What follows belongs to an exercise in optimizing a design on an open flow for small area, a short achievable clock period and few clock cycles per item; a production flow would make more cautious choices.
RTL that was checked went through simulation tests only; none was proved equivalent to the original.

==> job 7639 <==
Design ecc79_codec, start of the top module:
module ecc79_codec (
    input  wire        clk,
    input  wire        rst,
    input  wire        in_valid,
    input  wire        in_mode,
    input  wire [78:0] in_word,
    output reg         out_valid,
    output reg  [78:0] out_word,
    output reg  [1:0]  out_status
);
clock: 17.0 ns
lec_check: 0
cap_margin: 20
core_margin: 2
core_utilization: 40
setup_slack_margin: 0.5
slew_margin: 20
standard.sh (not shown) runs the stock make flow with config.mk's settings and CLKGATE_MAP_FILE= SYNTH_SCRIPT=/design/flow/synth_recipe.tcl, a recipe that flattens the netlist after the stock synthesis.
==> flow/flow/run.sh <==
#!/bin/bash
# Standard synthesis and layout, with two changes: the port buffers use buf_1
# instead of the buffer_ports default (a delay buffer, clkdlybuf4s50_1), and
# timing repair aims for more setup slack than the clock period needs.
set -euo pipefail
bash standard.sh 'BUFFER_PORTS_ARGS=-buffer_cell sky130_fd_sc_hd__buf_1' \
    SETUP_SLACK_MARGIN=8.8 finish > standard.log 2>&1
==> inputs of job 1586, as changes to job 7639 <==
--- a/flow/design.v
+++ b/flow/design.v
@@ -212,19 +212,19 @@
     assign ec[10] = ^(d & 64'h52a2d78a6784ee36);
     assign ec[11] = ^(d & 64'ha545af14cf09dc6c);
     assign ec[12] = ^(d & 64'h4a8b5e299e13b8d8);
     assign ec[13] = ^(d & 64'h9516bc533c2771b0);
     wire [13:0] rem = ec ^ in_word[77:64];
     wire [6:0] s1, s3;
-    assign s1[0] = ^(in_word[77:0] & 78'h881faa16f3959836ba3);
-    assign s1[1] = ^(in_word[77:0] & 78'h1102f542de72b306d746);
-    assign s1[2] = ^(in_word[77:0] & 78'h2204ea85bce5660dae8c);
-    assign s1[3] = ^(in_word[77:0] & 78'hc882faa16f3959836ba);
-    assign s1[4] = ^(in_word[77:0] & 78'h19105f542de72b306d74);
-    assign s1[5] = ^(in_word[77:0] & 78'h3220bea85bce5660dae8);
-    assign s1[6] = ^(in_word[77:0] & 78'h24407d50b79cacc1b5d1);
+    assign s1[0] = ^(rem & 14'h0881);
+    assign s1[1] = ^(rem & 14'h1102);
+    assign s1[2] = ^(rem & 14'h2204);
+    assign s1[3] = ^(rem & 14'h0c88);
+    assign s1[4] = ^(rem & 14'h1910);
+    assign s1[5] = ^(rem & 14'h3220);
+    assign s1[6] = ^(rem & 14'h2440);
     assign s3[0] = ^(rem & 14'h06a1);
     assign s3[1] = ^(rem & 14'h2130);
     assign s3[2] = ^(rem & 14'h2f88);
     assign s3[3] = ^(rem & 14'h0be2);
     assign s3[4] = ^(rem & 14'h2350);
     assign s3[5] = ^(rem & 14'h3098);
@@ -252,14 +252,52 @@
     wire       z  = zr;
     wire [6:0] y0 = m_solve(cp);
     wire       one = (cp == 7'd1);
     wire       trc = gf_trace(cp) != 7'd0;
     wire [6:0] x1 = gf_mul(s1r, y0);
     wire [6:0] x2 = x1 ^ s1r;
-    wire       ok1 = valid_loc(x1) || (x1 == 7'd0);
-    wire       ok2 = valid_loc(x2);
+    wire [7:0]  u1 = 8'd1 << x1[2:0];
+    wire [15:0] hv1 = 16'd1 << x1[6:3];
+    wire [15:0] g1;
+    assign g1[0] = |(u1 & 8'h7f);
+    assign g1[1] = |(u1 & 8'h1f);
+    assign g1[2] = |(u1 & 8'h55);
+    assign g1[3] = |(u1 & 8'hab);
+    assign g1[4] = |(u1 & 8'hb9);
+    assign g1[5] = |(u1 & 8'hbb);
+    assign g1[6] = |(u1 & 8'hed);
+    assign g1[7] = |(u1 & 8'h66);
+    assign g1[8] = |(u1 & 8'h63);
+    assign g1[9] = |(u1 & 8'h0f);
+    assign g1[10] = |(u1 & 8'hef);
+    assign g1[11] = |(u1 & 8'he5);
+    assign g1[12] = |(u1 & 8'h53);
+    assign g1[13] = |(u1 & 8'hfc);
+    assign g1[14] = |(u1 & 8'h1e);
+    assign g1[15] = |(u1 & 8'h34);
+    wire [7:0]  u2 = 8'd1 << x2[2:0];
+    wire [15:0] hv2 = 16'd1 << x2[6:3];
+    wire [15:0] g2;
+    assign g2[0] = |(u2 & 8'h7e);
+    assign g2[1] = |(u2 & 8'h1f);
+    assign g2[2] = |(u2 & 8'h55);
+    assign g2[3] = |(u2 & 8'hab);
+    assign g2[4] = |(u2 & 8'hb9);
+    assign g2[5] = |(u2 & 8'hbb);
+    assign g2[6] = |(u2 & 8'hed);
+    assign g2[7] = |(u2 & 8'h66);
+    assign g2[8] = |(u2 & 8'h63);
+    assign g2[9] = |(u2 & 8'h0f);
+    assign g2[10] = |(u2 & 8'hef);
+    assign g2[11] = |(u2 & 8'he5);
+    assign g2[12] = |(u2 & 8'h53);
+    assign g2[13] = |(u2 & 8'hfc);
+    assign g2[14] = |(u2 & 8'h1e);
+    assign g2[15] = |(u2 & 8'h34);
+    wire       ok1 = |(hv1 & g1);
+    wire       ok2 = |(hv2 & g2);
     wire       single = one & ok2;             
     wire       fixable = trc & ok1 & ok2;      
     wire       fix = mode1 & (par1 ? single : fixable);
     wire       fixp = mode1 & (par1 ? z : single);
     wire [7:0]  l1, l2;
     wire [15:0] h1, h2;
==> flow/flow/run.sh (replaced) <==
#!/bin/bash
# Standard synthesis and layout, with two changes: the port buffers use buf_1
# instead of the buffer_ports default (a delay buffer, clkdlybuf4s50_1), and
# timing repair aims for more setup slack than the clock period needs.
set -euo pipefail
bash standard.sh 'BUFFER_PORTS_ARGS=-buffer_cell sky130_fd_sc_hd__buf_1' \
    SETUP_SLACK_MARGIN=8.6 finish > standard.log 2>&1
==> run notes <==
metric	job 1586	job 7639
Gate Count Post-Synth	1360	1491
Area share of the largest cell type after synthesis	16.4%	19.3%
Placed Cells	1843	2017
Die Wd	177 µm	185 µm
Max Clock Freq	120 MHz	117 MHz
Cell Rows	63	66
HPWL after DPL	33200 µm	40000 µm
Status	finished clean	finished clean
Number of signal-net inverters in the final layout	23	41
Placement Setup Slack	6590 ps	7430 ps
Sequential cell area	1970 µm²	1980 µm²
Mux share of post-synthesis cell area	3.16%	2.03%
Combined global-route utilization of all metal layers	27.6%	29.4%
Share of the clock period used by the worst path	49.1%	50.2%
Area share of xor/xnor cells in the synthesized design	45.0%	48.6%
Number of antenna violations at the first check in global routing	1	5
Part of the Yosys area used for sequential elements	16.1%	14.8%
Total buffers and inverters traversed by the critical path	3	4
No functional check of the RTL was part of any run of this note.

---

==> inputs of job 5187 <==
Another version of the RTL of ecc79_codec (not shown whole).
export LEC_CHECK = 0
export CAP_MARGIN = 20
export CORE_MARGIN = 2
export CORE_UTILIZATION = 40
export SETUP_SLACK_MARGIN = 0.5
export SLEW_MARGIN = 20
create_clock -name core_clock -period 17.0 [get_ports {clk}]
==> flow/flow/run.sh <==
#!/bin/bash
# Standard synthesis and layout; the port buffers use buf_1 instead of the
# buffer_ports default (a delay buffer, clkdlybuf4s50_1).
set -euo pipefail
bash standard.sh 'BUFFER_PORTS_ARGS=-buffer_cell sky130_fd_sc_hd__buf_1' finish > standard.log 2>&1
==> job 9006: changes against job 5187 <==
--- a/flow/design.v
+++ b/flow/design.v
@@ -233,28 +233,29 @@
     wire par_in  = dpar ^ (^in_word[78:64]);    
     wire par_enc = dpar ^ (^ec);
     reg        v1, mode1, par1;
     reg [63:0] d1;
     reg [14:0] hi1;    
-    reg [6:0]  s1r, cpr;
-    reg        zr;
+    reg [6:0]  s1r, yr;
+    reg        zr, oner, trr;
     always @(posedge clk) begin
         if (rst) v1 <= 1'b0;
         else     v1 <= in_valid;
         mode1 <= in_mode;
         d1    <= d;
         hi1   <= in_mode ? in_word[78:64] : {par_enc, ec};
         par1  <= par_in;
         s1r   <= s1;
         zr    <= (s1 == 7'd0) && (s3 == 7'd0);
-        cpr   <= gf_mul(s3, inv_cube(s1));
+        yr    <= m_solve(gf_mul(s3, inv_cube(s1)));
+        oner  <= gf_mul(s3, inv_cube(s1)) == 7'd1;
+        trr   <= gf_trace(gf_mul(s3, inv_cube(s1))) != 7'd0;
     end
-    wire [6:0] cp = cpr;
+    wire [6:0] y0 = yr;
     wire       z  = zr;
-    wire [6:0] y0 = m_solve(cp);
-    wire       one = (cp == 7'd1);
-    wire       trc = gf_trace(cp) != 7'd0;
+    wire       one = oner;
+    wire       trc = trr;
     wire [6:0] x1 = gf_mul(s1r, y0);
     wire [6:0] x2 = x1 ^ s1r;
     wire       ok1 = valid_loc(x1) || (x1 == 7'd0);
     wire       ok2 = valid_loc(x2);
     wire       single = one & ok2;             
==> flow/flow/run.sh (replaced) <==
#!/bin/bash
# Standard synthesis and layout, with two changes: the port buffers use buf_1
# instead of the buffer_ports default (a delay buffer, clkdlybuf4s50_1), and
# timing repair aims for more setup slack than the clock period needs.
set -euo pipefail
bash standard.sh 'BUFFER_PORTS_ARGS=-buffer_cell sky130_fd_sc_hd__buf_1' \
    SETUP_SLACK_MARGIN=8.4 finish > standard.log 2>&1
==> run notes <==
* CP cell instances: inv_1 > ha_1 > inv_1 > xnor2_1 > a21oi_1 > xor2_1 > xnor2_1 > xor2_1 > ha_1 > inv_1 > ha_1 > nand2_1 > o21ai_0 > a21oi_1 > a221o_1 > a21boi_0 > o211a_2 > buf_4 > nand2_1 > xnor2_1 > buf_1
* Synth top area share at 0.2124
* Compound-gate portion of the synthesized area at 0.1671
* Status: timing/DRC/antenna clean
* Simple-gate area share of the yosys netlist at 0.1273
* FMAX at 0.09975 GHz
-- figures above: job 5187

==> run notes <==
* Largest register FFs at 64
* Compound-gate portion of the synthesized area at 0.1440
* Most used cells in the layout excluding fill and tap cells: xnor2_1, nand2_1, buf_1
* Synth top area share at 0.1839
* FMAX at between 0.1 and 0.15 GHz
* Max-Slew Margin vs Limit at 0.2714
* Clock transition at path regs at 0.08 ns
* Largest registers: d1: 64 flops, hi1: 15 flops, s1r: 7 flops
* #MultiIn Comb at 1184
* Simple-gate area share of the yosys netlist at 0.1525
* Status: timing/DRC/antenna clean
-- figures above: job 9006

Testbench counts of job 5187, summed over its fixed seeds: cycles 4,800, items 4,800.
No functional check of the RTL was part of job 9006.

---

==> inputs of garnet <==
ecc79_codec, a different RTL version from the one above (not shown whole).
export LEC_CHECK = 0
export CAP_MARGIN = 20
export CORE_MARGIN = 2
export CORE_UTILIZATION = 40
export SETUP_SLACK_MARGIN = 0.5
export SLEW_MARGIN = 20
export SYNTH_HIERARCHICAL = 1
create_clock -name core_clock -period 17.0 [get_ports {clk}]
==> flow/flow/run.sh <==
#!/bin/bash
# Standard synthesis and layout, with two changes: the port buffers use buf_1
# instead of the buffer_ports default (a delay buffer, clkdlybuf4s50_1), and
# timing repair aims for more setup slack than the clock period needs.
set -euo pipefail
bash standard.sh 'BUFFER_PORTS_ARGS=-buffer_cell sky130_fd_sc_hd__buf_1' \
    SETUP_SLACK_MARGIN=0.5 finish > standard.log 2>&1
==> inputs of willow, as changes to garnet <==
--- a/flow/flow/run.sh
+++ b/flow/flow/run.sh
@@ -4,4 +4,4 @@
 # timing repair aims for more setup slack than the clock period needs.
 set -euo pipefail
 bash standard.sh 'BUFFER_PORTS_ARGS=-buffer_cell sky130_fd_sc_hd__buf_1' \
-    SETUP_SLACK_MARGIN=0.5 finish > standard.log 2>&1
+    SETUP_SLACK_MARGIN=8.4 finish > standard.log 2>&1
==> metrics.cfg <==
[place]
placed_cells = 1725

[final_layout]
seq_area_frac = 0.157
multi_input_area_sq_um = 8830

[global_route]
grt.met1_usage = 0.363
met2_usage = 0.391
use_met3 = 0.0521

[clock_network]
cts_resized = 0

[routing]
wl_um = 37900

[sta]
slew_headroom = 0.271
worstMarginPinSlew_ns = 1.08

[run_status]
run_status = timing/DRC/antenna clean

[end of results for garnet]
==> metrics.cfg <==
[routing]
wl_met1_um = 18500
wl_um = 45800

[final_layout]
multi_input_area_sq_um = 10800
regArea_sq_um = 1950
seq_area_frac = 0.120

[global_route]
met2_usage = 0.460
use_met3 = 0.0551
grt.met1_usage = 0.390

[run_status]
run_status = timing/DRC/antenna clean

[sta]
worstMarginPinSlew_ns = 1.02
slew_headroom = 0.316

[clock_network]
path_clk_slew_ns = 0.08
cts_resized = 221

[place]
placed_cells = 1719

[yosys]
synthAdderAreaFrac = 0.0250

[critical_path]
cp_num_buf_inv = 5

[end of results for willow]
No functional check of the RTL was part of any run of this note.

---

==> 12-15: inputs <==
Another version of the RTL of ecc79_codec (not shown whole).
Settings: LEC_CHECK=0, CAP_MARGIN=20, CORE_MARGIN=2, CORE_UTILIZATION=40, SETUP_SLACK_MARGIN=0.5, SLEW_MARGIN=20; clock period 17.0 ns.
==> flow/flow/run.sh <==
#!/bin/bash
# Standard synthesis and layout, with two changes: the port buffers use buf_1
# instead of the buffer_ports default (a delay buffer, clkdlybuf4s50_1), and
# timing repair aims for more setup slack than the clock period needs.
set -euo pipefail
bash standard.sh 'BUFFER_PORTS_ARGS=-buffer_cell sky130_fd_sc_hd__buf_1' \
    SETUP_SLACK_MARGIN=8.8 finish > standard.log 2>&1
==> inputs of 08-10, as changes to 12-15 <==
==> flow/flow/run.sh (replaced) <==
#!/bin/bash
# Standard synthesis and layout, with two changes: the port buffers use buf_1
# instead of the buffer_ports default (a delay buffer, clkdlybuf4s50_1), and
# timing repair aims for more setup slack than the clock period needs.
set -euo pipefail
bash standard.sh 'BUFFER_PORTS_ARGS=-buffer_cell sky130_fd_sc_hd__buf_1' \
    SETUP_SLACK_MARGIN=8.4 finish > standard.log 2>&1
CORE_UTILIZATION = 50   (was 40)
==> inputs of 01-13, as changes to 12-15 <==
--- a/flow/design.v
+++ b/flow/design.v
@@ -251,16 +251,54 @@
     wire [6:0] cp = cpr;
     wire       z  = zr;
     wire [6:0] y0 = m_solve(cp);
     wire       one = (cp == 7'd1);
     wire       trc = gf_trace(cp) != 7'd0;
     wire [6:0] x1 = gf_mul(s1r, y0);
     wire [6:0] x2 = x1 ^ s1r;
-    wire       ok1 = valid_loc(x1) || (x1 == 7'd0);
-    wire       ok2 = valid_loc(x2);
+    wire [7:0]  u1 = 8'd1 << x1[2:0];
+    wire [15:0] hv1 = 16'd1 << x1[6:3];
+    wire [15:0] g1;
+    assign g1[0] = |(u1 & 8'h7f);
+    assign g1[1] = |(u1 & 8'h1f);
+    assign g1[2] = |(u1 & 8'h55);
+    assign g1[3] = |(u1 & 8'hab);
+    assign g1[4] = |(u1 & 8'hb9);
+    assign g1[5] = |(u1 & 8'hbb);
+    assign g1[6] = |(u1 & 8'hed);
+    assign g1[7] = |(u1 & 8'h66);
+    assign g1[8] = |(u1 & 8'h63);
+    assign g1[9] = |(u1 & 8'h0f);
+    assign g1[10] = |(u1 & 8'hef);
+    assign g1[11] = |(u1 & 8'he5);
+    assign g1[12] = |(u1 & 8'h53);
+    assign g1[13] = |(u1 & 8'hfc);
+    assign g1[14] = |(u1 & 8'h1e);
+    assign g1[15] = |(u1 & 8'h34);
+    wire [7:0]  u2 = 8'd1 << x2[2:0];
+    wire [15:0] hv2 = 16'd1 << x2[6:3];
+    wire [15:0] g2;
+    assign g2[0] = |(u2 & 8'h7e);
+    assign g2[1] = |(u2 & 8'h1f);
+    assign g2[2] = |(u2 & 8'h55);
+    assign g2[3] = |(u2 & 8'hab);
+    assign g2[4] = |(u2 & 8'hb9);
+    assign g2[5] = |(u2 & 8'hbb);
+    assign g2[6] = |(u2 & 8'hed);
+    assign g2[7] = |(u2 & 8'h66);
+    assign g2[8] = |(u2 & 8'h63);
+    assign g2[9] = |(u2 & 8'h0f);
+    assign g2[10] = |(u2 & 8'hef);
+    assign g2[11] = |(u2 & 8'he5);
+    assign g2[12] = |(u2 & 8'h53);
+    assign g2[13] = |(u2 & 8'hfc);
+    assign g2[14] = |(u2 & 8'h1e);
+    assign g2[15] = |(u2 & 8'h34);
+    wire       ok1 = |(hv1 & g1);
+    wire       ok2 = |(hv2 & g2);
     wire       single = one & ok2;             
     wire       fixable = trc & ok1 & ok2;      
     wire       fix = mode1 & (par1 ? single : fixable);
     wire       fixp = mode1 & (par1 ? z : single);
     wire [7:0]  l1, l2;
     wire [15:0] h1, h2;
     genvar gi;
==> flow/flow/run.sh (replaced) <==
#!/bin/bash
# Standard synthesis and layout, with two changes: the port buffers use buf_1
# instead of the buffer_ports default (a delay buffer, clkdlybuf4s50_1), and
# timing repair aims for more setup slack than the clock period needs.
set -euo pipefail
bash standard.sh 'BUFFER_PORTS_ARGS=-buffer_cell sky130_fd_sc_hd__buf_1' \
    SETUP_SLACK_MARGIN=8.4 finish > standard.log 2>&1
==> inputs of 08-11, as changes to 12-15 <==
==> flow/flow/run.sh (replaced) <==
#!/bin/bash
# Standard synthesis and layout, with two changes: the port buffers use buf_1
# instead of the buffer_ports default (a delay buffer, clkdlybuf4s50_1), and
# timing repair aims for more setup slack than the clock period needs.
set -euo pipefail
bash standard.sh 'BUFFER_PORTS_ARGS=-buffer_cell sky130_fd_sc_hd__buf_1' \
    SETUP_SLACK_MARGIN=8.4 finish > standard.log 2>&1
==> impl_metrics.json <==
{
  "multi_input_cells": 1167,
  "met3_usage_pct": 3.75,
  "drtIter0Drc": 1494,
  "dieArea_sq_mm": 0.0316,
  "wl_met1_um": 19900,
  "status": "finished clean",
  "gp_routability_congestion": 0.944,
  "sh_seq_area_pct": 14.1,
  "postPlaceCellArea_sq_mm": 0.0129,
  "yosys.area_share.xor_xnor_pct": 44.1,
  "synth.distinct_cells": 80,
  "period_share_pct": 49.8,
  "timing.fmax_ghz": 0.118,
  "finalWirelength_um": 44900,
  "met3_length_um": 3720,
  "dr_wl_met2_um": 20000,
  "post_cts_buffers": 6,
  "dp.cells": 1859
}
That was 08-11.
==> impl_metrics.json <==
{
  "wl_met1_um": 19100,
  "sh_seq_area_pct": 14.2,
  "yosys.area_share.xor_xnor_pct": 44.1,
  "dr_wl_met2_um": 19000,
  "post_cts_buffers": 4,
  "synth.distinct_cells": 80,
  "multi_input_cells": 1165,
  "met3_length_um": 4150,
  "period_share_pct": 49.8,
  "dp.cells": 1788,
  "postPlaceCellArea_sq_mm": 0.0128,
  "status": "finished clean",
  "finalWirelength_um": 43100,
  "met3_usage_pct": 6.17,
  "gp_routability_congestion": 1.04
}
That was 08-10.
==> impl_metrics.json <==
{
  "postPlaceCellArea_sq_mm": 0.0129,
  "sh_seq_area_pct": 13.0,
  "drtIter0Drc": 1452,
  "yosys.area_share.simple_pct": 12.6,
  "status": "finished clean",
  "finalWirelength_um": 45700,
  "dieArea_sq_mm": 0.0316,
  "dr_wl_met2_um": 20600,
  "period_share_pct": 48.8,
  "area_growth_pct": 25.5,
  "post_cts_buffers": 24,
  "synth.most_common_cell": "xnor2_1",
  "synth.distinct_cells": 80,
  "wl_met1_um": 19000,
  "vias_per_cell": 5.86,
  "timing.fmax_ghz": 0.120
}
That was 12-15.
==> impl_metrics.json <==
{
  "multi_input_cells": 1159,
  "finalWirelength_um": 44900,
  "drtIter0Drc": 1481,
  "synthAdderAreaFrac_pct": 0.831,
  "sh_seq_area_pct": 13.7,
  "postPlaceCellArea_sq_mm": 0.0128,
  "largest_reg_flops": 64,
  "dieArea_sq_mm": 0.0315,
  "met3_usage_pct": 3.88,
  "first_pass_iters": 7,
  "period_share_pct": 50.0,
  "post_cts_buffers": 17,
  "dr_wl_met2_um": 20200,
  "status": "finished clean",
  "synth.distinct_cells": 89,
  "yosys.area_share.xor_xnor_pct": 45.0,
  "gp_routability_congestion": 0.963,
  "timing.fmax_ghz": 0.118,
  "layout.area.top_class": "multi-input gates"
}
That was 01-13.
Function was not checked in any run of this note: the RTL went through the layout flow alone.

[port drivers added, routing unchanged]
The flow's constraints put no driver on any port. The routed layouts listed below were extracted and timed again, unchanged, in two steps. Step 1, drivers: a clkbuf_16 drives clk and a buf_2 each remaining input, both assumed. Step 2 times the ports against the registers' clock, not the clock port: input delays grow and output delays shrink by t, the midpoint of the rising clock arrivals with the driver on. a / b / c = ideal / step 1 / step 2; a / b = the first two.
| run | t, ns | slack for setup (ns) | clock arrival spread, ns |
|---|---|---|---|
| job 7639 | 0.394 | 8.474 / 8.433 / 8.541 | 0.023 / 0.022 |
| job 1586 | 0.404 | 8.657 / 8.635 / 8.271 | 0.018 / 0.018 |
| job 5187 | 0.395 | 6.975 / 6.933 / 7.076 | 0.023 / 0.023 |
| job 9006 | 0.398 | 8.475 / 8.488 / 8.089 | 0.017 / 0.017 |
| garnet | 0.390 | 5.592 / 5.546 / 5.936 | 0.012 / 0.011 |
| willow | 0.402 | 8.036 / 7.986 / 7.956 | 0.014 / 0.014 |
| 12-15 | 0.399 | 8.697 / 8.656 / 8.574 | 0.015 / 0.015 |
| 08-10 | 0.405 | 8.541 / 8.539 / 8.164 | 0.021 / 0.021 |
| 01-13 | 0.399 | 8.506 / 8.503 / 8.127 | 0.017 / 0.017 |
| 08-11 | 0.398 | 8.537 / 8.553 / 8.155 | 0.015 / 0.015 |
After both steps setup and hold are still met in every run listed.
